This design comes from an exercise in tuning for small area, a short achievable clock period and few clock cycles on the open sky130 flow, not from production work.
The RTL was checked by simulation tests, not by an equivalence proof against the original design.
Power figures rest on the tool's default switching activity, not on a simulated workload.

**flow/design.v**
```verilog
module bale_decoder (
    input  wire        clk,
    input  wire        rst,
    input  wire        in_valid,
    output reg         in_ready,
    input  wire [7:0]  in_data,
    input  wire        in_last,
    output reg         out_valid,
    input  wire        out_ready,
    output reg  [7:0]  out_data,
    output reg         done,
    output reg         bad,
    output reg         crc_fail,
    output wire [31:0] label
);
    localparam [3:0] S_HDR   = 4'd0,
                     S_TAG   = 4'd1,
                     S_EXT0  = 4'd2,
                     S_EXT1  = 4'd3,
                     S_DATA  = 4'd4,    
                     S_DELTA = 4'd5,
                     S_PAD   = 4'd6,
                     S_TRL   = 4'd7,
                     S_DISC  = 4'd8,    
                     S_FIN   = 4'd9;    
    localparam [31:0] CRC_RESIDUE = 32'hB798B438;
    reg [3:0]  state;
    reg [3:0]  hcnt;           
    reg        form;           
    reg        fmt_err;
    reg        vpend;          
    reg [16:0] crem;           
    reg [16:0] brem;           
    reg [31:0] label_r;
    reg [3:0]  pos9;           
    reg        tdelta;         
    reg        x64;            
    reg [15:0] trem;           
    reg [1:0]  fidx;           
    reg [4:0]  dw;             
    reg [24:0] ib;             
    reg [4:0]  ibcnt;
    reg [35:0] hist;
    reg [3:0]  pend;           
    reg [31:0] crc;
    assign label = label_r;
    function [31:0] crc32c_byte;
        input [31:0] c;
        input [7:0]  b;
        integer k;
        reg [31:0] x;
        begin
            x = c ^ {24'd0, b};
            for (k = 0; k < 8; k = k + 1)
                x = x[0] ? ((x >> 1) ^ 32'h82F63B78) : (x >> 1);
            crc32c_byte = x;
        end
    endfunction
    reg [7:0] obyte;
    always @(*) begin
        case (pend)
            4'd4:    obyte = hist[35:28];
            4'd5:    obyte = hist[33:26];
            4'd6:    obyte = hist[31:24];
            4'd7:    obyte = hist[29:22];
            4'd8:    obyte = hist[27:20];
            4'd9:    obyte = hist[25:18];
            4'd10:   obyte = hist[23:16];
            4'd11:   obyte = hist[21:14];
            default: obyte = hist[19:12];
        endcase
    end
    wire       xfer   = (pend >= 4'd4) && (!out_valid || out_ready);
    wire [3:0] pend_a = xfer ? pend - 4'd4 : pend;
    wire        flast  = (trem == 16'd0) && (fidx == 2'd3);    
    wire        fslot  = (state == S_DELTA) && (ibcnt > dw) && (pend_a <= 4'd3);
    wire        fbad9  = fslot && (fidx == 2'd0) && (crem < 17'd9);  
    wire        fcomp  = fslot && !fbad9;
    wire        dsign  = ib[dw];
    reg  [17:0] dx;
    integer i;
    always @(*) begin
        for (i = 0; i < 18; i = i + 1)
            dx[i] = (i <= dw) ? ib[i] : dsign;
    end
    wire [17:0] field = hist[17:0] + dx;
    wire [24:0] ib_sh   = (ib >> dw) >> 1;
    wire        ib_left = (ib_sh != 25'd0);
    wire fire = in_valid && in_ready;
    wire last = fire && in_last;
    wire bz   = (brem == 17'd0);
    wire size_bad   = ({1'b0, brem} > ({1'b0, crem | 17'd3} + 18'd1));
    wire stored_bad = !form && (brem != crem);
    reg  hbad;
    always @(*) begin
        case (hcnt)
            4'd0:  hbad = (in_data != 8'h42);
            4'd1:  hbad = (in_data != 8'h5A);
            4'd2:  hbad = (in_data != 8'h01);
            4'd3:  hbad = (in_data[7:1] != 7'd0);
            4'd6:  hbad = (in_data[7:1] != 7'd0) || (in_data[0] && (crem[15:0] != 16'd0));
            4'd7:  hbad = (in_data != 8'd0);
            4'd10: hbad = (in_data[7:1] != 7'd0);
            4'd11: hbad = (in_data != 8'd0);
            4'd12: hbad = size_bad || stored_bad;
            default: hbad = 1'b0;
        endcase
    end
    reg [3:0] nstate;
    reg       fault;
    reg       fin_ok;      
    wire      lit_end  = form ? ((trem == 16'd0) && !x64) : (brem == 17'd1);
    wire [3:0] after_body = (hcnt[1:0] == 2'd3) ? S_TRL : S_PAD;   
    wire      tag_bad  = (in_data[7:6] == 2'b01) || (in_data[7:6] == 2'b11) ||
                         ((in_data[7:6] == 2'b10) &&
                          (in_data[5] || (in_data[4:0] > 5'd17) || (pos9 != 4'd0)));
    always @(*) begin
        nstate = state;
        fault  = 1'b0;
        fin_ok = 1'b0;
        case (state)
            S_HDR: if (fire) begin
                fault = hbad;
                if (hcnt == 4'd15)
                    nstate = bz ? S_TRL : (form ? S_TAG : S_DATA);
            end
            S_TAG: if (fire) begin
                fault = tag_bad;
                if (in_data[7] || (in_data[5:0] == 6'd63)) nstate = S_EXT0;
                else                                       nstate = S_DATA;
            end
            S_EXT0: if (fire) begin
                fault  = bz;
                nstate = S_EXT1;
            end
            S_EXT1: if (fire) begin
                fault  = bz;
                nstate = tdelta ? S_DELTA : S_DATA;
            end
            S_DATA: if (fire) begin
                fault = bz || (crem == 17'd0);
                if (lit_end)
                    nstate = (brem == 17'd1) ? after_body : S_TAG;
            end
            S_DELTA: begin
                if (fire) fault = bz;
                if (fbad9) fault = 1'b1;
                if (fcomp && flast) begin
                    if (ib_left) fault = 1'b1;
                    nstate = !bz ? S_TAG : ((hcnt[1:0] == 2'd0) ? S_TRL : S_PAD);
                end
            end
            S_PAD: if (fire) begin
                fault = (in_data != 8'd0);
                if (hcnt[1:0] == 2'd3) nstate = S_TRL;
            end
            S_TRL: if (fire) begin
                if (hcnt[1:0] == 2'd3) begin
                    fault  = !in_last;
                    fin_ok = in_last;
                end
            end
            S_DISC: if (last) nstate = S_FIN;
            S_FIN:  if (pend == 4'd0 && !out_valid) nstate = S_HDR;
            default: nstate = S_HDR;
        endcase
    end
    reg [3:0] state_n;
    reg [3:0] pend_n;
    reg [4:0] ibcnt_n;
    reg [1:0] fidx_n;
    reg [15:0] trem_n;
    reg [4:0] dw_n;
    reg       ovalid_n;
    always @(*) begin
        if (state == S_DISC || state == S_FIN)
            state_n = nstate;
        else if (fault || (last && !fin_ok))
            state_n = last ? S_FIN : S_DISC;
        else if (fin_ok)
            state_n = S_HDR;
        else
            state_n = nstate;
        if (state == S_DISC || state == S_FIN)
            pend_n = (pend_a < 4'd4) ? 4'd0 : pend_a;
        else
            pend_n = pend_a + (fcomp ? 4'd9 : 4'd0) +
                     ((fire && state == S_DATA) ? 4'd4 : 4'd0);
        ovalid_n = xfer || (out_valid && !out_ready);
        if (state == S_EXT1)
            ibcnt_n = 5'd0;
        else
            ibcnt_n = ibcnt + (fcomp ? ~dw : 5'd0) +
                      ((fire && state == S_DELTA) ? 5'd8 : 5'd0);
        dw_n   = (state == S_TAG && fire) ? in_data[4:0] : dw;
        fidx_n = (state == S_EXT1) ? 2'd0 : (fcomp ? fidx + 2'd1 : fidx);
        trem_n = trem;
        if (state == S_TAG && fire)
            trem_n = {10'd0, in_data[5:0]};
        else if (state == S_EXT0 && fire)
            trem_n = {trem[15:8], in_data};
        else if (state == S_EXT1 && fire)
            trem_n = {in_data, trem[7:0]};
        else if (state == S_DATA && fire)
            trem_n = (trem == 16'd0) ? 16'd62 : trem - 16'd1;
        else if (fcomp && fidx == 2'd3)
            trem_n = trem - 16'd1;
    end
    wire       flast1 = (trem == 16'd0) && (fidx == 2'd2);    
    wire [4:0] c00 = ibcnt;
    wire [4:0] c10 = ibcnt + 5'd8;
    wire [4:0] c01 = ibcnt + ~dw;
    wire [4:0] c11 = ibcnt + ~dw + 5'd8;
    function dneed;
        input [4:0] c;
        input [4:0] d;
        input       fl;
        begin
            dneed = (c <= 5'd17) && ((c <= d) || ((c[4:1] <= d) && !fl));
        end
    endfunction
    wire r00 = dneed(c00, dw, flast);
    wire r10 = dneed(c10, dw, flast);
    wire r01 = dneed(c01, dw, flast1);
    wire r11 = dneed(c11, dw, flast1);
    wire dfire = fire && (state == S_DELTA);
    wire rdelta = (state != S_DELTA) ? 1'b1 :
                  fcomp ? (dfire ? r11 : r01) : (dfire ? r10 : r00);
    reg  ready_n;
    always @(*) begin
        case (state_n)
            S_HDR, S_TAG, S_EXT0, S_EXT1, S_PAD, S_DISC: ready_n = 1'b1;
            S_DATA:  ready_n = (pend_n <= 4'd4);
            S_DELTA: ready_n = rdelta;
            S_TRL:   ready_n = (pend_n == 4'd0) &&
                               (((hcnt[1:0] + (fire ? 2'd1 : 2'd0)) != 2'd3) || !ovalid_n);
            default: ready_n = 1'b0;
        endcase
    end
    always @(posedge clk) begin
        if (rst) begin
            state     <= S_HDR;
            hcnt      <= 4'd0;
            pend      <= 4'd0;
            out_valid <= 1'b0;
            in_ready  <= 1'b0;
            done      <= 1'b0;
            vpend     <= 1'b0;
            fmt_err   <= 1'b0;
        end else begin
            state     <= state_n;
            pend      <= pend_n;
            out_valid <= ovalid_n;
            in_ready  <= ready_n;
            if (last || (state == S_FIN))
                hcnt <= 4'd0;
            else if (fire)
                hcnt <= hcnt + 4'd1;
            vpend <= fin_ok;
            done  <= vpend || (state == S_FIN && nstate == S_HDR);
            if (state == S_HDR && fire && hcnt == 4'd0)
                fmt_err <= fault || last;        
            else if ((fault || (last && !fin_ok)) && state != S_DISC && state != S_FIN)
                fmt_err <= 1'b1;
            else if (fin_ok && crem != 17'd0)    
                fmt_err <= 1'b1;
        end
    end
    always @(posedge clk) begin
        bad      <= fmt_err || !vpend || (crc != CRC_RESIDUE);
        crc_fail <= !fmt_err && vpend && (crc != CRC_RESIDUE);
        if (xfer) out_data <= obyte;
        if (state == S_HDR)
            crc <= 32'hFFFFFFFF;
        else if (xfer || (fire && state == S_TRL))
            crc <= crc32c_byte(crc, xfer ? obyte : in_data);
        if (fcomp)
            hist <= {field, hist[35:18]};
        else if (fire && (state == S_HDR || state == S_DATA))
            hist <= {(state == S_DATA) ? in_data : 8'd0, hist[35:8]};
        if (state == S_HDR && fire) begin
            case (hcnt)
                4'd3:  form          <= in_data[0];
                4'd12: label_r[7:0]  <= in_data;
                4'd13: label_r[15:8] <= in_data;
                4'd14: label_r[23:16]<= in_data;
                4'd15: label_r[31:24]<= in_data;
                default: ;
            endcase
        end
        if (state == S_HDR) begin
            if (fire) begin
                if (hcnt == 4'd4) crem[7:0]  <= in_data;
                if (hcnt == 4'd5) crem[15:8] <= in_data;
                if (hcnt == 4'd6) crem[16]   <= in_data[0];
            end
        end else if (fcomp && fidx == 2'd0)
            crem <= crem - 17'd9;
        else if (fire && state == S_DATA)
            crem <= crem - 17'd1;
        if (state == S_HDR) begin
            if (fire) begin
                if (hcnt == 4'd8)  brem[7:0]  <= in_data;
                if (hcnt == 4'd9)  brem[15:8] <= in_data;
                if (hcnt == 4'd10) brem[16]   <= in_data[0];
            end
        end else if (fire && (state == S_TAG || state == S_EXT0 || state == S_EXT1 ||
                              state == S_DATA || state == S_DELTA))
            brem <= brem - 17'd1;
        if (state == S_HDR)
            pos9 <= 4'd0;
        else if (fire && state == S_DATA)
            pos9 <= (pos9 == 4'd8) ? 4'd0 : pos9 + 4'd1;
        dw    <= dw_n;
        trem  <= trem_n;
        fidx  <= fidx_n;
        ibcnt <= ibcnt_n;
        if (state == S_TAG && fire) begin
            tdelta <= in_data[7];
            x64    <= !in_data[7] && (in_data[5:0] == 6'd63);
        end else if (state == S_DATA && fire && trem == 16'd0)
            x64    <= 1'b0;
        if (state == S_EXT1)
            ib <= 25'd0;
        else begin : ibupd
            reg [24:0] is;
            reg [4:0]  cs;
            is = fcomp ? ib_sh : ib;
            cs = fcomp ? ibcnt + ~dw : ibcnt;
            if (fire && state == S_DELTA)
                ib <= is | ({17'd0, in_data} << cs);
            else
                ib <= is;
        end
    end
endmodule
```
**flow/run.sh**
```bash
#!/bin/bash
# synth_recipe.tcl (not shown) runs the flow's synth.tcl, then flattens the netlist and writes it again
# the make line also repeats each setting of config.mk as NAME=value (left out here)
make -C /OpenROAD-flow-scripts/flow DESIGN_CONFIG=/design/flow/config.mk WORK_HOME=/design/flow/orfs CLKGATE_MAP_FILE= SYNTH_SCRIPT=/design/flow/synth_recipe.tcl finish
```
**flow/config.mk**
```make
export PLATFORM = sky130hd
export DESIGN_NAME = bale_decoder
export DESIGN_NICKNAME = bale_decoder
export VERILOG_FILES = /design/flow/design.v
export SDC_FILE = /design/flow/constraint.sdc
export NUM_CORES = 4
export LEC_CHECK = 0
export CAP_MARGIN = 20
export CORE_MARGIN = 2
export CORE_UTILIZATION = 40
export SETUP_SLACK_MARGIN = 5
export SLEW_MARGIN = 20
```
**flow/constraint.sdc**
```tcl
create_clock -name core_clock -period 9.0 [get_ports {clk}]
set_input_delay 1.8000 -clock core_clock [delete_from_list [all_inputs] [get_ports {clk}]]
set_output_delay 1.8000 -clock core_clock [all_outputs]
set_load 0.01 [all_outputs]
```
==> key figures, run 1 <==
Run status
  – Status: timing/DRC/antenna clean

Run
  – Max cap viols: 0

Final layout
  – Final #Nets: 2,227
  – Most common cell after layout, fill and taps aside: nand2_1
  – Ant diodes: 0
  – Share of post-route cells with drive strength above 1: 23.1%
  – Layout fillers: 3,863
  – Most frequent cells in the layout: 207 x nand2_1, 152 x buf_4, 149 x nor2_1
  – Area Growth Syn to Fin: 27.5%

Routing
  – Total wire length: 59,400 µm
  – Top sig layer: met4
  – Via count: 16,300
  – Iteration count of the initial detailed-routing pass: 6
  – Vias per cell: 6.10
  – DRC viols: 0
  – Met2 wire len: 27,700 µm
  – Antenna-violating nets left: 0
  – Met3 Wirelength: 4120 µm
  – DR WL/cell: 22.2 µm
  – M1 wire length: 25,000 µm
  – First DRT Iteration DRCs: 1,618

Timing
  – Count of pins over their slew limit: 0
  – Rel. slew slack: 38.7%
  – Final period utilization: 47.4%
  – Fin Clk Skew: 0.0184 ns
  – Worst-margin pin slew: 0.912 ns
  – Fin Setup TNS: 0 ns
  – Final Critical Period: 4.27 ns
  – Final hold violations: 0
  – Final setup fails: 0
  – RSZ-0062 raised after global routing: true
  – Max Freq: 234 MHz
  – Final hold slack: 0.449 ns

Floorplanning
  – Starting Density: 40.3%
  – Die span in x: 212 µm
  – Core area: 42,800 µm²
  – FP Rows: 76
  – I/O pins: 58
  – Die Area: 44,700 µm²
  – Chip height: 212 µm

Placement
  – Port Buffers: 57
  – Dpl hpwl: 38,100 µm
  – GP Congestion: 0.927

Yosys
  – EDFF count, synth: 124
  – Register area share after synthesis: 32.9%
  – Post-synthesis net count: 2,064
  – Syn Std Cell Area: 17,200 µm²
  – Synth cell types: 96
  – Asr flop ratio synth: 0%
  – Post-Syn Area per Cell: 8.84 µm²
  – Synthesized netlist cell count: 1,949
  – Yosys reg bits: 221
  – YS warnings: 1
  – Main synth FF type: edfxtp_1

Power
  – PD cells: 235 nW/µm²
  – Leakage: 8.32 nW
  – Maximum vdd drop: 0.000730 V

Global routing
  – Vias in the first global route: 15,700
  – First-pass GRT wire length: 91,000 µm
  – Total grt overflow: 0
  – Largest net degree at the start of global routing: 59
  – All-layer global routing usage: 25.9%
  – Initial antenna violation count: 0

Worst setup path
  – Critical-path maximum fanout: 7
  – Kind of critical path: reg2reg
  – Critical path destination: hist[34]
  – WP data required: 9.33 ns
  – Worst Setup Start Kind: flip-flop
  – Reg2reg end: hist[34]
  – Critical R2R Launch: dw[0]
  – Crit. End Element: flip-flop
  – R2R setup slack: 4.73 ns
  – CP Launch Point: dw[0]
  – R2R depth: 18
  – Worst EP arrival: 4.60 ns

Clock network
  – Reg clk slew, reported paths: 0.07 ns
  – Clock latency (worst-skew pair): 0.57 ns
  – Max clock buf depth: 3
  – CTS sink cnt: 221
  – Num CTS Buffers: 25
  – Post-CTS Hold Fix Bufs: 0
  – Root buffer cell: clkbuf_16
  – CTS tree: done
  – H-tree levels: 1

Min path
  – Hold path cells: 1
  – Hold WC Path Type: reg2reg
[routing by layer]
layer  global-route usage, %  vias to the layer above
li1                        -                     7515
met5                       0                        -
met2                    41.8                      700
met3                    3.53                      183
met1                    34.9                     7945
met4                    11.0                        0
[power breakdown]
group / switching, W / leakage, nW / internal (W)
sequential: 0.000110 / 1.92 / 0.00119
clock: 0.000459 / 0.414 / 0.000622
combinational: 0.00147 / 5.99 / 0.00131
[area by class of cell]
class	count	area (µm²)	area share, %
clock buffer	30	707	3.22
clock inverter	16	156	0.712
inverter	68	294	1.34
multi-input combinational	1547	12000	54.6
sequential	221	5670	25.8
tap	546	683	3.11
timing repair buffer	247	2460	11.2
timing repair inverter	2	11.3	0.0513
[state kept, by name, indices dropped and copies added (netlist names), 2 cells and up]
| name | count |
|---|---|
| state | 4 |
| brem | 17 |
| dw | 5 |
| crc | 32 |
| trem | 16 |
| label_r | 32 |
| crem | 17 |
| ibcnt | 5 |
| fidx | 2 |
| pend | 4 |
| ib | 25 |
| pos9 | 4 |
| out_data | 8 |
| hist | 36 |
| hcnt | 4 |
[worst min-delay path by stage]
| stage | start | to | slack (ns) |
|---|---|---|---|
| global placement | vpend | bad | 0.42 |
| CTS | vpend | bad | 0.44 |
| global route | vpend | bad | 0.47 |
| finish | vpend | bad | 0.45 |
| detailed placement | vpend | bad | 0.42 |
| floorplan | vpend | bad | 0.39 |
[Yosys cell counts (12+ instances only)]
cell,number,area (µm²)
nor3_1,70,350
mux2_2,31,349
inv_1,63,236
a21oi_1,154,771
clkbuf_1,73,274
o21ai_0,98,490
nor4_1,17,106
nand2_1,217,815
and3_1,29,181
edfxtp_1,124,3720
a211oi_1,20,150
xor2_1,71,622
dfxtp_1,97,1940
or3_1,12,75.1
a221oi_1,12,105
o31ai_1,12,90.1
nand2b_1,16,100
ha_1,98,1230
mux4_2,21,473
nand3_1,51,255
nand4_1,17,106
buf_1,12,45.0
a21o_1,19,143
buf_2,17,85.1
a31oi_1,38,238
o211ai_1,14,105
nor2_1,157,589
nor2b_1,15,93.8
mux2i_1,48,480
xnor2_1,96,841
[kinds of logic after synthesis]
family / count (synthesis) / synth area share, %
adders and majority gates: 102 / 7.58
muxes: 100 / 7.56
AOI/OAI and AO/OA: 489 / 18.4
buffers and inverters: 183 / 4.58
and+or+nand+nor: 675 / 19.1
xor gates and xnor gates: 179 / 9.81
DFF: 221 / 32.9
[metrics by stage]
| step | setup slack (ns) | area (µm²) | total power [W] | utilization, % | cells |
|---|---|---|---|---|---|
| after floorplan | 4.26 | 17700 | 0.00327 | - | 1949 |
| after global placement | 2.73 | 18600 | 0.00374 | 43.4 | 2469 |
| after detailed placement | 2.69 | 18600 | 0.00376 | 43.4 | 2469 |
| after CTS | 4.84 | 21100 | 0.00492 | 49.4 | 2623 |
| after global routing | 4.63 | 22000 | 0.00544 | 51.3 | 2677 |
| final | 4.73 | 22000 | 0.00517 | 51.3 | 2677 |
[critical path: stages, from the launching register on]
cell      delay, ns
edfxtp_1       0.46
buf_12         0.16
buf_12         0.10
mux4_2         0.53
a21o_1         0.21
o21ai_2        0.12
mux2i_4        0.14
buf_6          0.15
mux2_2         0.28
ha_1           0.31
inv_2          0.08
a21oi_2        0.04
o21ai_2        0.17
a21oi_2        0.09
a211oi_2       0.29
nor3_2         0.07
o31a_1         0.26
or3_1          0.31
a32o_1         0.24
[what timing repair did]
item                                    CTS  global route
setup buffers                            98            53
gates cloned                             10             1
gates resized for setup                 146            83
endpoints found under the setup margin  192            72
pin swaps                                58            44
Testbench counts, summed over its fixed seeds: cycles 123,055.
==> run 2, diff against run 1 <==
--- a/flow/design.v
+++ b/flow/design.v
@@ -43,6 +43,9 @@
     reg [35:0] hist;
     reg [3:0]  pend;           
     reg [31:0] crc;
+    reg        szbad;          
+    reg        sk_v;           
+    reg [7:0]  sk_d;
     assign label = label_r;
     function [31:0] crc32c_byte;
         input [31:0] c;
@@ -70,27 +73,28 @@
             default: obyte = hist[19:12];
         endcase
     end
-    wire       xfer   = (pend >= 4'd4) && (!out_valid || out_ready);
+    wire       xfer   = (pend >= 4'd4) && !sk_v;
+    wire       o_free = !out_valid || out_ready;
     wire [3:0] pend_a = xfer ? pend - 4'd4 : pend;
     wire        flast  = (trem == 16'd0) && (fidx == 2'd3);    
     wire        fslot  = (state == S_DELTA) && (ibcnt > dw) && (pend_a <= 4'd3);
     wire        fbad9  = fslot && (fidx == 2'd0) && (crem < 17'd9);  
     wire        fcomp  = fslot && !fbad9;
-    wire        dsign  = ib[dw];
-    reg  [17:0] dx;
+    reg         dsign;         
     integer i;
+    reg  [17:0] dmask;
     always @(*) begin
         for (i = 0; i < 18; i = i + 1)
-            dx[i] = (i <= dw) ? ib[i] : dsign;
+            dmask[i] = (i <= dw);
     end
-    wire [17:0] field = hist[17:0] + dx;
+    wire [17:0] dlo    = ib[17:0] & dmask;
+    wire [17:0] field  = hist[17:0] + (dsign ? (dlo | ~dmask) : dlo);
     wire [24:0] ib_sh   = (ib >> dw) >> 1;
     wire        ib_left = (ib_sh != 25'd0);
     wire fire = in_valid && in_ready;
     wire last = fire && in_last;
     wire bz   = (brem == 17'd0);
     wire size_bad   = ({1'b0, brem} > ({1'b0, crem | 17'd3} + 18'd1));
-    wire stored_bad = !form && (brem != crem);
     reg  hbad;
     always @(*) begin
         case (hcnt)
@@ -102,7 +106,7 @@
             4'd7:  hbad = (in_data != 8'd0);
             4'd10: hbad = (in_data[7:1] != 7'd0);
             4'd11: hbad = (in_data != 8'd0);
-            4'd12: hbad = size_bad || stored_bad;
+            4'd12: hbad = szbad;
             default: hbad = 1'b0;
         endcase
     end
@@ -161,7 +165,7 @@
                 end
             end
             S_DISC: if (last) nstate = S_FIN;
-            S_FIN:  if (pend == 4'd0 && !out_valid) nstate = S_HDR;
+            S_FIN:  if (pend == 4'd0 && !out_valid && !sk_v) nstate = S_HDR;
             default: nstate = S_HDR;
         endcase
     end
@@ -172,6 +176,7 @@
     reg [15:0] trem_n;
     reg [4:0] dw_n;
     reg       ovalid_n;
+    reg       skv_n;
     always @(*) begin
         if (state == S_DISC || state == S_FIN)
             state_n = nstate;
@@ -186,7 +191,8 @@
         else
             pend_n = pend_a + (fcomp ? 4'd9 : 4'd0) +
                      ((fire && state == S_DATA) ? 4'd4 : 4'd0);
-        ovalid_n = xfer || (out_valid && !out_ready);
+        ovalid_n = o_free ? (sk_v || xfer) : 1'b1;
+        skv_n    = o_free ? 1'b0 : (sk_v || xfer);
         if (state == S_EXT1)
             ibcnt_n = 5'd0;
         else
@@ -230,10 +236,11 @@
     always @(*) begin
         case (state_n)
             S_HDR, S_TAG, S_EXT0, S_EXT1, S_PAD, S_DISC: ready_n = 1'b1;
-            S_DATA:  ready_n = (pend_n <= 4'd4);
+            S_DATA:  ready_n = ((fire && state == S_DATA) ? (pend_a == 4'd0) : (pend_a <= 4'd4));
             S_DELTA: ready_n = rdelta;
-            S_TRL:   ready_n = (pend_n == 4'd0) &&
-                               (((hcnt[1:0] + (fire ? 2'd1 : 2'd0)) != 2'd3) || !ovalid_n);
+            S_TRL:   ready_n = (pend_a == 4'd0) && !fcomp && !(fire && state == S_DATA) &&
+                               (((hcnt[1:0] + (fire ? 2'd1 : 2'd0)) != 2'd3) ||
+                                (!ovalid_n && !skv_n));
             default: ready_n = 1'b0;
         endcase
     end
@@ -243,6 +250,7 @@
             hcnt      <= 4'd0;
             pend      <= 4'd0;
             out_valid <= 1'b0;
+            sk_v      <= 1'b0;
             in_ready  <= 1'b0;
             done      <= 1'b0;
             vpend     <= 1'b0;
@@ -251,6 +259,7 @@
             state     <= state_n;
             pend      <= pend_n;
             out_valid <= ovalid_n;
+            sk_v      <= skv_n;
             in_ready  <= ready_n;
             if (last || (state == S_FIN))
                 hcnt <= 4'd0;
@@ -269,7 +278,11 @@
     always @(posedge clk) begin
         bad      <= fmt_err || !vpend || (crc != CRC_RESIDUE);
         crc_fail <= !fmt_err && vpend && (crc != CRC_RESIDUE);
-        if (xfer) out_data <= obyte;
+        szbad    <= size_bad;
+        if (o_free)
+            out_data <= sk_v ? sk_d : obyte;
+        if (xfer)
+            sk_d <= obyte;
         if (state == S_HDR)
             crc <= 32'hFFFFFFFF;
         else if (xfer || (fire && state == S_TRL))
@@ -320,17 +333,20 @@
             x64    <= !in_data[7] && (in_data[5:0] == 6'd63);
         end else if (state == S_DATA && fire && trem == 16'd0)
             x64    <= 1'b0;
-        if (state == S_EXT1)
-            ib <= 25'd0;
-        else begin : ibupd
+        begin : ibupd
             reg [24:0] is;
             reg [4:0]  cs;
+            reg [24:0] ibn;
             is = fcomp ? ib_sh : ib;
             cs = fcomp ? ibcnt + ~dw : ibcnt;
-            if (fire && state == S_DELTA)
-                ib <= is | ({17'd0, in_data} << cs);
+            if (state == S_EXT1)
+                ibn = 25'd0;
+            else if (fire && state == S_DELTA)
+                ibn = is | ({17'd0, in_data} << cs);
             else
-                ib <= is;
+                ibn = is;
+            ib    <= ibn;
+            dsign <= ibn[dw_n];
         end
     end
 endmodule
==> run 2 against run 1 <==
  * Maximum frequency grew 3.9%
  * Clock power increased by 12%
  * Non-clock buffer count is 1 lower
  * Via count is 7.1% higher
  * Critical path depth decreased by 5
  * Sequential share of layout area hardly changed
  * Area after synthesis rose by 3.5%
  * Sequential cell count up 11
==> key figures, run 2 <==
Run status
  – Status: timing/DRC/antenna clean

Timing
  – Final period utilization: 45.6% (-1.8 points)
  – Setup slack after layout: 4.89 ns (+0.161 ns)
  – Max Freq: 244 MHz (+3.9%)
  – Final hold slack: 0.470 ns (+0.0216 ns)
  – Fin Clk Skew: 0.0182 ns (-0.000230 ns)
  – Count of pins over their slew limit: 0 (unchanged)
  – RSZ-0062 raised after global routing: true
  – Worst-margin pin slew: 1.07 ns (+0.160 ns)
  – Final Critical Period: 4.11 ns (-0.161 ns)
  – Fin Setup TNS: 0 ns (unchanged)
  – Rel. slew slack: 27.9% (-11 points)
  – Final setup fails: 0 (unchanged)
  – Final hold violations: 0 (unchanged)

Global routing
  – Total grt overflow: 0 (unchanged)
  – Initial antenna violation count: 0 (unchanged)
  – All-layer global routing usage: 26.2% (+0.32 points)
  – Largest net degree at the start of global routing: 68 (+15%)
  – First-pass GRT wire length: 96,700 µm (+6.3%)
  – Vias in the first global route: 16,500 (+5.5%)

Clock network
  – Root buffer cell: clkbuf_16
  – CTS tree: done
  – H-tree levels: 1 (unchanged)
  – CTS sink cnt: 232 (+5.0%)
  – Max clock buf depth: 3 (unchanged)
  – Post-CTS Hold Fix Bufs: 0 (unchanged)
  – Reg clk slew, reported paths: 0.06 ns (about the same)
  – Clock latency (worst-skew pair): 0.57 ns (about the same)
  – Num CTS Buffers: 28 (+12%)

Final layout
  – Top reg by flops: hist
  – Max FFs per register: 36 (unchanged)
  – Layout fillers: 3,996 (+3.4%)
  – Area Growth Syn to Fin: 28.9%
  – Final #Nets: 2,323 (+4.3%)
  – Ant diodes: 0 (unchanged)
  – Non-filler cells, final: 2,822 (+5.4%)
  – Layout Utilization: 52.1% (+0.79 points)
  – Most common cell after layout, fill and taps aside: nand2_1
  – Most frequent cells in the layout: 276 x nand2_1, 150 x a21oi_1, 143 x buf_4
  – Share of post-route cells with drive strength above 1: 22.7% (-0.40 points)
  – Biggest regs: hist x36, crc x32, label_r x32

Placement
  – GP Congestion: 0.948 (+2.3%)
  – Dpl hpwl: 41,700 µm (+9.4%)
  – Dpl cells: 2,614 (+5.9%)
  – Port Buffers: 57 (unchanged)
  – Post-place setup slack: 3.19 ns (+0.498 ns)

Min path
  – Hold Startpoint: vpend
  – Hold WC Path Type: reg2reg
  – Hold endpoint: bad
  – Hold path cells: 1 (unchanged)

Yosys
  – Post-synthesis net count: 2,163 (+4.8%)
  – Yosys reg bits: 232 (+5.0%)
  – Post-Syn Area per Cell: 8.71 µm² (-1.5%)
  – Asr flop ratio synth: 0% (unchanged)
  – EDFF count, synth: 127 (+2.4%)
  – YS warnings: 1 (unchanged)
  – Area contributors post-synth: edfxtp_1 21%, dfxtp_1 12%, ha_1 6.9%, nand2_1 6.0%, xnor2_1 4.9%
  – Top-area cell type share of the netlist area: 21.4% (-0.23 points)
  – Most frequent cell after synthesis: nand2_1
  – Synth cell types: 96 (unchanged)
  – Syn Std Cell Area: 17,800 µm² (+3.5%)
  – Yosys top cell by area: edfxtp_1
  – Main synth FF type: edfxtp_1
  – Register area share after synthesis: 33.2% (+0.28 points)
  – Synthesized netlist cell count: 2,048 (+5.1%)
  – Commonest cells in the netlist: 283 x nand2_1, 160 x a21oi_1, 150 x nor2_1

Floorplanning
  – Starting Density: 40.4% (+0.17 points)
  – FP Rows: 77 (+1.3%)
  – Core area: 44,100 µm² (+3.1%)
  – Die Area: 46,300 µm² (+3.5%)
  – I/O pins: 58 (unchanged)
  – Chip height: 215 µm (+1.7%)
  – Die span in x: 215 µm (+1.7%)

Worst setup path
  – Critical R2R Launch: crem[12]
  – Worst EP arrival: 4.39 ns (-0.21 ns)
  – R2R setup slack: 4.89 ns (+0.16 ns)
  – R2R depth: 13 (-5)
  – Worst Setup Start Kind: flip-flop
  – Reg2reg end: crem[12]
  – Crit. End Element: flip-flop
  – Critical-path maximum fanout: 6 (-1)
  – Kind of critical path: reg2reg
  – WP data required: 9.28 ns (-0.05 ns)

Power
  – PD cells: 349 nW/µm² (+48%)
  – Maximum vdd drop: 0.000499 V (-32%)
  – Leakage: 8.61 nW (+3.4%)

Routing
  – Via count: 17,500 (+7.1%)
  – Total wire length: 64,800 µm (+9.0%)
  – Vias per cell: 6.20 (+1.6%)
  – Antenna-violating nets left: 0 (unchanged)
  – Iteration count of the initial detailed-routing pass: 6 (unchanged)
  – First DRT Iteration DRCs: 2,045 (+26%)
  – DRC viols: 0 (unchanged)
  – DR WL/cell: 23.0 µm (+3.4%)

Run
  – Max cap viols: 0 (unchanged)
[run 2: metrics by stage]
step | power, W | area (µm²)
after global routing | 0.00853 | 23000
after global placement | 0.00593 | 19100
after floorplan | 0.00509 | 18100
final | 0.00803 | 23000
after CTS | 0.00769 | 21700
after detailed placement | 0.00600 | 19100
[run 2: area by class of cell]
cell class                 instances  area, µm²  area share [%]
clock inverter                    16        184           0.800
timing repair buffer             246       2590            11.3
multi-input combinational       1630      12400            53.9
sequential                       232       5940            25.8
tap                              592        741            3.22
clock buffer                      36        802            3.49
inverter                          70        330            1.44
[run 2: cells by family (layout without fill, tap and decap cells)]
kind of cell | after synthesis | after routing | share of synthesized area [%]
AO/OA/AOI/OAI | 536 | 536 | 19.6
XOR/XNOR | 159 | 159 | 8.26
adder cells (fa/ha/maj) | 102 | 102 | 7.32
buffers and inverters | 187 | 368 | 4.19
flip-flops | 232 | 232 | 33.2
multiplexers | 110 | 110 | 8.25
AND/OR/NAND/NOR | 722 | 723 | 19.2
[run 2: layer usage]
layer  share of wire [%]  up-vias  track usage [%]
met3                 8.3      237             3.52
met5                   0        -                0
li1                    -     7901                -
met1                  42     8407             36.6
met2                  44      965             41.1
met4                 4.8        0             10.3
[run 2: how the worst max path moves through the flow]
stage	cells after the start	start	slack, ns	to
6_report	13	crem[12]	4.89	crem[12]
5_1_grt	17	dw[4]	4.73	hist[35]
3_5_place_dp	14	crem[9]	3.19	crem[12]
2_1_floorplan	19	crem[9]	4.68	ibcnt[4]
4_1_cts	12	crem[9]	4.94	dsign
3_3_place_gp	14	crem[13]	3.26	crem[12]
[run 2: what timing repair did]
action,4_1_cts,5_1_grt
pin swaps,34,50
gates resized for setup,169,118
buffers inserted,70,71
gates cloned,7,8
endpoints found under the setup margin,185,39
[run 2: report_power, final]
| group | leakage [nW] | switching (W) | internal [W] | total, W |
|---|---|---|---|---|
| Clock | 0.479 | 0.000490 | 0.000718 | 0.00121 |
| Combinational | 6.10 | 0.00291 | 0.00245 | 0.00536 |
| Sequential | 2.03 | 0.000162 | 0.00131 | 0.00147 |
| Total | 8.61 | 0.00356 | 0.00447 | 0.00803 |
[run 2: critical path: stages (launching register included)]
cell and delay, ns:
edfxtp_1 0.39, or3_4 0.42, or4_4 0.58, or4b_4 0.60, buf_12 0.16, nand4_1 0.12
buf_4 0.15, mux2i_1 0.17, o211ai_1 0.12, or3_4 0.35, or3_4 0.40, nor3_4 0.14
xnor2_1 0.13, a21oi_1 0.08
Testbench counts of run 2, summed over its fixed seeds: cycles 123,055.

-- what the ideal ports hide --
In the flow no input, the clock included, has a driving cell. The finished layouts below were timed again as built, in two steps.
Step 1 assumes that a clkbuf_16 drives the clock port and a buf_2 every other input.
Step 2, shift: input delay + t, output delay - t, t = (earliest + latest rising clock arrival at the registers) / 2. This alone moves slack from input paths to output paths.
Three values: ideal, step 1, step 2; two values: the first two.
run	t, ns	setup slack, ns	worst setup path at the end	worst register clock-pin slew, ns	worst slew at a driven data input, ns
run 1	0.614	4.733 / 4.733 / 4.415	input to register	0.07 / 0.07	0.07
run 2	0.616	4.895 / 4.895 / 4.328	input to register	0.07 / 0.07	0.05
After both steps every run listed still meets setup and hold. For run 2, which loses most, drivers alone change the setup slack by 0.000 ns; drivers and shift together by -0.567 ns.
